Source: an optimization exercise on an open RTL-to-GDS flow (aim: small area, a short achievable clock period and few clock cycles). Production flows keep margins and buffers that such runs may drop.
Function was checked by simulation only, so behaviour that the tests miss may differ from the original.
No activity file was given, so power comes from the tool's default toggle rates.

File: design/flow/design.v
module bs16_fadd_a (
    input  wire [31:0] a,
    input  wire [31:0] b,
    output wire [27:0] sum,
    output wire [7:0]  ex_e,
    output wire        sx,
    output wire        zs,       
    output wire        nan,      
    output wire        inf,      
    output wire        infs      
);
    wire        sa = a[31], sb = b[31];
    wire [7:0]  ea = a[30:23], eb = b[30:23];
    wire [22:0] fa = a[22:0], fb = b[22:0];
    wire a_nan = (ea == 8'hFF) && (fa != 23'd0);
    wire b_nan = (eb == 8'hFF) && (fb != 23'd0);
    wire a_inf = (ea == 8'hFF) && (fa == 23'd0);
    wire b_inf = (eb == 8'hFF) && (fb == 23'd0);
    assign nan  = a_nan || b_nan || (a_inf && b_inf && (sa != sb));
    assign inf  = a_inf || b_inf;
    assign infs = a_inf ? sa : sb;
    assign zs   = sa & sb;
    wire        swap = {eb, fb} > {ea, fa};
    assign      sx = swap ? sb : sa;
    wire        sy = swap ? sa : sb;
    wire [7:0]  ex = swap ? eb : ea;
    wire [7:0]  ey = swap ? ea : eb;
    wire [22:0] fx = swap ? fb : fa;
    wire [22:0] fy = swap ? fa : fb;
    assign      ex_e = (ex == 8'd0) ? 8'd1 : ex;
    wire [7:0]  ey_e = (ey == 8'd0) ? 8'd1 : ey;
    wire [23:0] mx = {ex != 8'd0, fx};
    wire [23:0] my = {ey != 8'd0, fy};
    wire [7:0]  d  = ex_e - ey_e;
    wire        sub = sx ^ sy;
    wire [26:0] my_g   = {my, 3'b000};
    wire [26:0] my_sh  = (d > 8'd26) ? 27'd0 : (my_g >> d);
    wire [26:0] lost   = (d > 8'd26) ? my_g : (my_g & ~({27{1'b1}} << d));
    wire        stk    = |lost;
    wire [26:0] my_al  = {my_sh[26:1], my_sh[0] | stk};
    wire [27:0] mx_g   = {1'b0, mx, 3'b000};
    assign      sum    = sub ? (mx_g - {1'b0, my_al}) : (mx_g + {1'b0, my_al});
endmodule
module bs16_fadd_b (
    input  wire [27:0] sum,
    input  wire [7:0]  ex_e,
    input  wire        sx,
    input  wire        zs,
    input  wire        nan,
    input  wire        inf,
    input  wire        infs,
    output reg  [31:0] y
);
    reg  [4:0]  lz;
    integer i;
    always @(*) begin
        lz = 5'd27;
        for (i = 0; i < 27; i = i + 1)
            if (sum[i]) lz = 5'd26 - i[4:0];
    end
    reg  [26:0] nm;        
    reg  [9:0]  ne;        
    reg  [4:0]  lsh;
    always @(*) begin
        if (sum[27]) begin
            nm  = {sum[27:2], sum[1] | sum[0]};
            ne  = {2'b00, ex_e} + 10'd1;
            lsh = 5'd0;
        end else begin
            lsh = ({3'b000, lz} <= ex_e - 8'd1) ? lz : (ex_e[4:0] - 5'd1);
            nm  = sum[26:0] << lsh;
            ne  = {2'b00, ex_e} - {5'd0, lsh};
        end
    end
    wire        rnd_up = nm[2] & (nm[1] | nm[0] | nm[3]);
    wire [24:0] rm     = {1'b0, nm[26:3]} + {24'd0, rnd_up};
    wire [9:0]  re     = rm[24] ? ne + 10'd1 : ne;
    wire [23:0] rmn    = rm[24] ? rm[24:1] : rm[23:0];
    wire [7:0]  rfield = rmn[23] ? re[7:0] : 8'd0;
    always @(*) begin
        if (nan)
            y = 32'h7FC00000;
        else if (inf)
            y = {infs, 8'hFF, 23'd0};
        else if (sum == 28'd0)
            y = {zs, 31'd0};
        else if (re >= 10'd255)
            y = {sx, 8'hFF, 23'd0};
        else
            y = {sx, rfield, rmn[22:0]};
    end
endmodule
module bs16_hop (
    input  wire        clk,
    input  wire        rst,
    input  wire        in_valid,
    output wire        in_ready,
    input  wire        in_esc,
    input  wire [7:0]  in_e,
    input  wire [15:0] in_m,
    input  wire [31:0] in_f,
    input  wire [31:0] in_c,
    output wire        out_valid,
    input  wire        out_ready,
    output wire        out_esc,
    output wire [7:0]  out_e,
    output wire [31:0] out_data,
    output wire        out_last
);
    reg         rdy;               
    reg         v0;
    reg         s0_esc;
    reg  [31:0] s0_p;              
    reg  [31:0] s0_c;
    wire [15:0] in0_m  = s0_p[15:0];
    wire [7:0]  in0_e  = s0_p[23:16];
    wire        m_neg = in0_m[15];
    wire [15:0] m_mag = m_neg ? (16'd0 - in0_m) : in0_m;
    reg  [3:0]  m_lz;
    integer i;
    always @(*) begin
        m_lz = 4'd0;
        for (i = 0; i < 16; i = i + 1)
            if (m_mag[i]) m_lz = 4'd15 - i[3:0];
    end
    wire [15:0] m_norm  = m_mag << m_lz;
    wire [9:0]  m_bexp  = {2'b00, in0_e} + 10'd1 - {6'd0, m_lz};    
    wire [22:0] m_subf  = {7'd0, m_mag} << (in0_e + 8'd8);           
    reg  [31:0] dec;
    always @(*) begin
        if (m_mag == 16'd0)
            dec = 32'd0;
        else if (!m_bexp[9] && m_bexp != 10'd0)
            dec = {m_neg, m_bexp[7:0], m_norm[14:0], 8'd0};
        else
            dec = {m_neg, 8'd0, m_subf};
    end
    wire [31:0] part = s0_esc ? s0_p : dec;
    wire [27:0] a_sum;
    wire [7:0]  a_ex;
    wire        a_sx, a_zs, a_nan, a_inf, a_infs;
    bs16_fadd_a u_fa (.a(part), .b(s0_c), .sum(a_sum), .ex_e(a_ex), .sx(a_sx),
                      .zs(a_zs), .nan(a_nan), .inf(a_inf), .infs(a_infs));
    reg         v1;
    reg  [27:0] s1_sum;
    reg  [7:0]  s1_ex;
    reg         s1_sx, s1_zs, s1_nan, s1_inf, s1_infs, s1_esc;
    wire [31:0] sum;
    bs16_fadd_b u_fb (.sum(s1_sum), .ex_e(s1_ex), .sx(s1_sx), .zs(s1_zs),
                      .nan(s1_nan), .inf(s1_inf), .infs(s1_infs), .y(sum));
    wire        y_neg = sum[31];
    wire [7:0]  y_ef  = sum[30:23];
    wire [22:0] y_f   = sum[22:0];
    wire        y_up  = !y_neg && (&y_f[22:8]);                       
    wire        y_dn  = y_neg && (y_f[22:8] == 15'd0) && (y_f[7:0] <= 8'h80);    
    wire [7:0]  e_i   = (y_ef == 8'd0) ? {7'd0, !y_neg && (&y_f[22:7])}
                                       : (y_ef + {7'd0, y_up} - {7'd0, y_dn});
    wire        esc_i = s1_esc || (y_ef == 8'hFF);
    reg  [31:0] buf_q [0:31];
    reg  [4:0]  wcnt;          
    reg  [4:0]  rd;            
    reg         pend;          
    reg  [7:0]  emax;
    reg         besc;
    reg  [7:0]  p_e;           
    reg         p_esc;
    wire        stall1 = pend && (wcnt == rd);        
    wire        wr     = v1 && !stall1;
    wire        r1     = !v1 || !stall1;
    wire        last_w = wr && (wcnt == 5'd31);
    wire [7:0]  f_e    = (wcnt == 5'd0) ? e_i : ((e_i > emax) ? e_i : emax);
    wire        f_esc  = ((wcnt == 5'd0) ? esc_i : (besc || esc_i));
    wire        f_besc = f_esc || (f_e == 8'hFF);
    reg         va;
    reg  [31:0] ra_v;
    reg  [7:0]  ra_e;
    reg         ra_esc;
    reg         ra_last;
    reg         ov;
    wire        ra_adv  = !ov || out_ready;
    wire        rd_go   = (pend || last_w) && (!va || ra_adv);
    wire        v0_n    = rdy ? in_valid : v0;
    wire        v1_n    = r1 ? v0 : v1;
    wire [4:0]  wcnt_n  = wcnt + {4'd0, wr};
    wire [4:0]  rd_n    = rd + {4'd0, rd_go};
    wire        pend_n  = last_w || (pend && !(rd_go && rd == 5'd31));
    wire        rdy_n   = !v0_n || !v1_n || !(pend_n && (wcnt_n == rd_n));
    always @(posedge clk) begin
        if (rdy) begin
            s0_esc <= in_esc;
            s0_p   <= in_esc ? in_f : {8'd0, in_e, in_m};
            s0_c   <= in_c;
        end
        if (r1) begin
            s1_sum  <= a_sum;
            s1_ex   <= a_ex;
            s1_sx   <= a_sx;
            s1_zs   <= a_zs;
            s1_nan  <= a_nan;
            s1_inf  <= a_inf;
            s1_infs <= a_infs;
            s1_esc  <= s0_esc;
        end
        if (wr) begin
            buf_q[wcnt] <= sum;
            emax <= f_e;
            besc <= f_esc;
        end
        if (last_w) begin
            p_e   <= f_e;
            p_esc <= f_besc;
        end
        if (rd_go) begin
            ra_v    <= buf_q[rd];
            ra_e    <= last_w ? f_e : p_e;
            ra_esc  <= last_w ? f_besc : p_esc;
            ra_last <= (rd == 5'd31);
        end
        if (rst) begin
            rdy  <= 1'b1;
            v0   <= 1'b0;
            v1   <= 1'b0;
            wcnt <= 5'd0;
            rd   <= 5'd0;
            pend <= 1'b0;
            va   <= 1'b0;
        end else begin
            rdy  <= rdy_n;
            v0   <= v0_n;
            v1   <= v1_n;
            wcnt <= wcnt_n;
            rd   <= rd_n;
            pend <= pend_n;
            if (rd_go) va <= 1'b1;
            else if (ra_adv) va <= 1'b0;
        end
    end
    wire [7:0]  v_ef  = ra_v[30:23];
    wire [23:0] v_m   = {v_ef != 8'd0, ra_v[22:0]};
    wire [7:0]  v_efe = (v_ef == 8'd0) ? 8'd1 : v_ef;
    wire signed [9:0] v_t = $signed({2'b00, ra_e}) + 10'sd1 - $signed({2'b00, v_efe});
    wire [4:0]  t_c   = v_t[9] ? 5'd0 : (v_t > 10'sd18) ? 5'd18 : v_t[4:0];
    wire [41:0] w     = {v_m, 18'd0} >> t_c;
    wire [15:0] q     = w[41:26];
    wire        rup   = w[25] & ((|w[24:0]) | q[0]);
    wire        v_neg = ra_v[31];
    wire [15:0] mant  = (v_neg ? ~q : q) + {15'd0, v_neg ^ rup};
    reg         o_esc, o_last;
    reg  [7:0]  o_e;
    reg  [31:0] o_data;
    always @(posedge clk) begin
        if (rst)
            ov <= 1'b0;
        else if (ra_adv)
            ov <= va;
        if (ra_adv) begin
            o_esc  <= ra_esc;
            o_e    <= ra_esc ? 8'd0 : ra_e;
            o_data <= ra_esc ? ra_v : {16'd0, mant};
            o_last <= ra_last;
        end
    end
    assign in_ready  = rdy;
    assign out_valid = ov;
    assign out_esc   = o_esc;
    assign out_e     = o_e;
    assign out_data  = o_data;
    assign out_last  = o_last;
endmodule
File: design/flow/run.sh
#!/bin/bash
# synth_recipe.tcl (not shown) runs the flow's synth.tcl, then flattens the netlist and writes it again
# the make line also repeats each setting of config.mk as NAME=value (left out here)
make -C /OpenROAD-flow-scripts/flow DESIGN_CONFIG=/design/flow/config.mk WORK_HOME=/design/flow/orfs CLKGATE_MAP_FILE= SYNTH_SCRIPT=/design/flow/synth_recipe.tcl finish
File: design/flow/config.mk
export PLATFORM = sky130hd
export DESIGN_NAME = bs16_hop
export DESIGN_NICKNAME = bs16_hop
export VERILOG_FILES = /design/flow/design.v
export SDC_FILE = /design/flow/constraint.sdc
export NUM_CORES = 4
export LEC_CHECK = 0
export CAP_MARGIN = 20
export CORE_MARGIN = 2
export CORE_UTILIZATION = 40
export SETUP_SLACK_MARGIN = 2.0
export SLEW_MARGIN = 20
File: design/flow/constraint.sdc
create_clock -name core_clock -period 40.0 [get_ports {clk}]
set_input_delay 8.0000 -clock core_clock [delete_from_list [all_inputs] [get_ports {clk}]]
set_output_delay 8.0000 -clock core_clock [all_outputs]
set_load 0.01 [all_outputs]
==> results_dict.tcl <==
set metrics [dict create \
    rsz0062_at_grt "no" \
    synthSimpleGateAreaFrac_pct 10.4 \
    seq_power_share_pct 35.2 \
    dr.pass1.iters 6 \
    io_pins 137 \
    powerDensity_nw_per_um2 78.6 \
    cts_hold_repair.buffers 0 \
    cts_buffers 136 \
    r2r_slack_ns 21.50 \
    finalNetCount 5586 \
    antenna_found_initial 4 \
    cts_setup_buffers 0 \
    seq_area_frac_synth_pct 56.3 \
    synth-seq-cells 1249 \
    cp_num_cells 66 \
    syn_area_um2 66200 \
    fmax_mhz 54.0 \
    remaining_drc_errors 0 \
    setup_viol 0 \
    drtIter0Drc 5620 \
    power.switching_mw 2.43 \
    core_region_area_um2 165000 \
    cts_root_buffer "clkbuf_16" \
    clk_latency_ns 0.79 \
    final_common_cell "edfxtp_1" \
    drive_above_1_share_pct 14.3 \
    cts_tree "done" \
    clockBufferDepth 3 \
    dr_total_vias 47476 \
    worst_pin_slew_ns 1.13 \
    synthesis.nets 5500 \
    crit_slowest_cell "o211a_4" \
    timing.final.crit_share_pct 46.3 \
    area.growth.synth_to_final_pct 13.3 \
    power.leakage_nw 24.6 \
    timing.rr.start "s0_p[0]" \
    placementRows 149 \
    clock_power_share_pct 21.0 \
    clock-skew-final_ns 0.0526 \
    slowest_delay_ns 0.68 \
    outcome "finished clean" \
    cp.required_ns 40.48 \
    crit_arrival_ns 18.99 \
    h-tree-depth 4 \
    final_max_slew_viol_count 0 \
    grt_max_degree 121 \
    yosysWarningCount 2 \
    finalCriticalPeriod_ns 18.50 \
    synth_edf_count 1224 \
    worstReg2RegEnd "s1_sum[25]" \
    grt_pass1_vias 45470 \
    crit_family "compound AO/OA/AOI/OAI gates" \
    setup_ws_ns 21.50 \
    fin_area_um2 75000 \
    maxCapViolCount 0 \
    antenna_left 0 \
    worst_r2r_path_depth 66 \
    synth.distinct_cells 121 \
    dpl_cell_area_um2 70600 \
    setup-tns-final_ns 0 \
    synth-compound-area-share_pct 13.5 \
    gr-total-overflow 0 \
    slew_headroom_pct 22.8 \
    p_int_mw 3.47 \
    hold_viol 0 \
    setup.worst_path.end_class "flip-flop" \
    dp_hpwl_um 141000 \
    holdCritPathClass "flip-flop to flip-flop" \
    cts-resized-gates 0 \
    criticalPathCategory "flip-flop to flip-flop" \
    synthFlopType "edfxtp_1" \
    critPathMaxFanout 71 \
    peakVddDrop_mv 0.101 \
    synthAdderAreaFrac_pct 3.29 \
    layout_common_cells "edfxtp_1, nand2_1, nor2_1" \
    die_y_um 411 \
    synth-xor-area-share_pct 1.73 \
    viasPerCell 6.23 \
    fp.dieArea_um2 169000 \
    place_ws_ns 21.92 \
    grt_pass1_wl_um 314000 \
    cp-endpoint "s1_sum[25]" \
    grt_usage_pct 25.1 \
    place_congestion 0.975 \
    sw_frac_of_total_pct 41.2 \
    nFillCells 14755 \
    clkTransAtPathRegs_ns 0.06 \
    synth.mux.area_fraction_pct 11.9 \
    worstPathBufferInverterCount 4 \
    chipWidth_um 411 \
    wirelength_um 216000 \
    io_buffers 136 \
    async_reset_ff_share_pct 0 \
    synth_top_family_by_area "compound AO/OA/AOI/OAI gates" \
    avgSynthCellArea_um2 12.6 \
    startpoint "s0_p[0]" \
    combPwrFrac_pct 43.8 \
    clock_sinks 1249 \
    wl_per_cell_um 28.4 \
    start_kind "flip-flop" \
    final_core_util_pct 45.6 \
    initial_core_util_pct 40.2 \
    netlist_instances 5237 \
]
## power by group through the flow
stage	clock [mW]	sequential [mW]	combinational, mW
2_1_floorplan	0	2.05	1.66
3_3_place_gp	0	2.10	2.51
3_5_place_dp	0	2.10	2.54
4_1_cts	1.26	2.07	2.54
5_1_grt	1.31	2.08	2.80
6_report	1.24	2.08	2.59
## layout make-up
cell class	count	area, um2	share of cell area [%]
repair buffers	265	2360	3.14
diodes	1	2.50	0.00334
inverters	182	683	0.911
well taps	2189	2740	3.65
flip-flops and latches	1249	37300	49.7
clock buffers	165	3530	4.71
clock inverters	80	926	1.23
multi-input cells	3489	27500	36.7
## worst min-delay path by stage
stage / cells past startpoint / from / slack [ns] / endpoint
after CTS: 0 / ra_last / 0.45 / o_last
final: 0 / ra_last / 0.45 / o_last
after detailed placement: 0 / ra_last / 0.43 / o_last
after floorplan: 0 / ra_last / 0.40 / o_last
after global placement: 0 / ra_last / 0.41 / o_last
after global routing: 0 / ra_last / 0.47 / o_last
## routing by layer
layer	up-vias	track usage (%)	share of wire (%)
met5	-	0	0.0060
met4	2	9.12	3.7
met3	444	4.06	8.0
met2	2378	41.0	48
met1	23841	33.9	41
li1	20811	-	-
## state kept, by name, summed over array words and instances (netlist names), 5 cells and up
register / count
s1_sum: 28
buf_q: 1024
emax: 8
s0_c: 32
rd: 5
o_e: 8
wcnt: 5
o_data: 32
s0_p: 32
s1_ex: 8
p_e: 8
ra_e: 8
ra_v: 32
## cells in the mapped netlist (30+ instances only)
cell type  instances  area [um2]
a31oi_1           64         400
nor2_1           394        1480
ha_1             163        2040
a211oi_1          68         510
and2_1            54         338
nand4_1           42         263
clkbuf_1         234         878
or3_1             41         257
o21a_1            30         225
nor2b_1           54         338
o31a_1            31         272
nor4_1            53         332
nand2b_1          32         200
o221ai_1          48         420
edfxtp_1        1224       36800
mux4_2           212        4770
a21o_1            36         270
o211ai_1          60         450
a21oi_1          233        1170
mux2i_1          241        2410
inv_1            173         649
nand2_1          356        1340
and3_1            46         288
o31ai_1           35         263
o21ai_0          248        1240
o22ai_1           68         425
nand3_1           86         430
mux2_2            57         642
buf_1             55         206
xnor2_1           90         788
xor2_1            39         342
nor3_1           105         526
## stage by stage
stage                     hold slack [ns]  instances  power, mW
after global routing                0.469       7619       6.19
after global placement              0.410       7373       4.60
after CTS                           0.448       7619       5.87
final                               0.454       7620       5.90
after floorplan                     0.400       5237       3.71
after detailed placement            0.431       7374       4.64
## cell families after synthesis
logic type / Yosys count
AND/OR/NAND/NOR: 1389
buffers and inverters: 499
flip-flops: 1249
XOR/XNOR: 130
multiplexers: 511
adder cells (fa/ha/maj): 170
AO/OA/AOI/OAI: 1289
## worst reg2reg max path, delay by kind of cell, from the launching register on
kind                     cells  cell delay, ns
AO/OA/AOI/OAI               36            9.83
flip-flops                   1            0.57
adder cells (fa/ha/maj)      8            2.98
XOR/XNOR                     2            0.38
buffers and inverters        4            0.76
AND/OR/NAND/NOR             16            3.74
Testbench counts, summed over its fixed seeds: cycles 16,672.

-- afterwards: timing with drivers on the ports --
How much do the figures lean on ideal ports? The routed layout below was timed once more, with nothing changed but the port constraints.
Step 1, drivers: a clkbuf_16 drives clk and a buf_2 each remaining input, both assumed.
Step 2, shift: input delay + t, output delay - t, t = (earliest + latest rising clock arrival at the registers) / 2. This alone moves slack from input paths to output paths.
Slacks: ideal ports / drivers / drivers and shift; pairs: ideal ports / drivers.
t, ns: 0.842
setup WS [ns]: 21.498 / 21.498 / 21.498
hold WS [ns]: 0.454 / 0.454 / 0.454
worst setup path at the end: register to register
After both steps setup and hold are still met in this run. For this run, drivers alone change the setup slack by 0.000 ns; drivers and shift together by 0.000 ns.
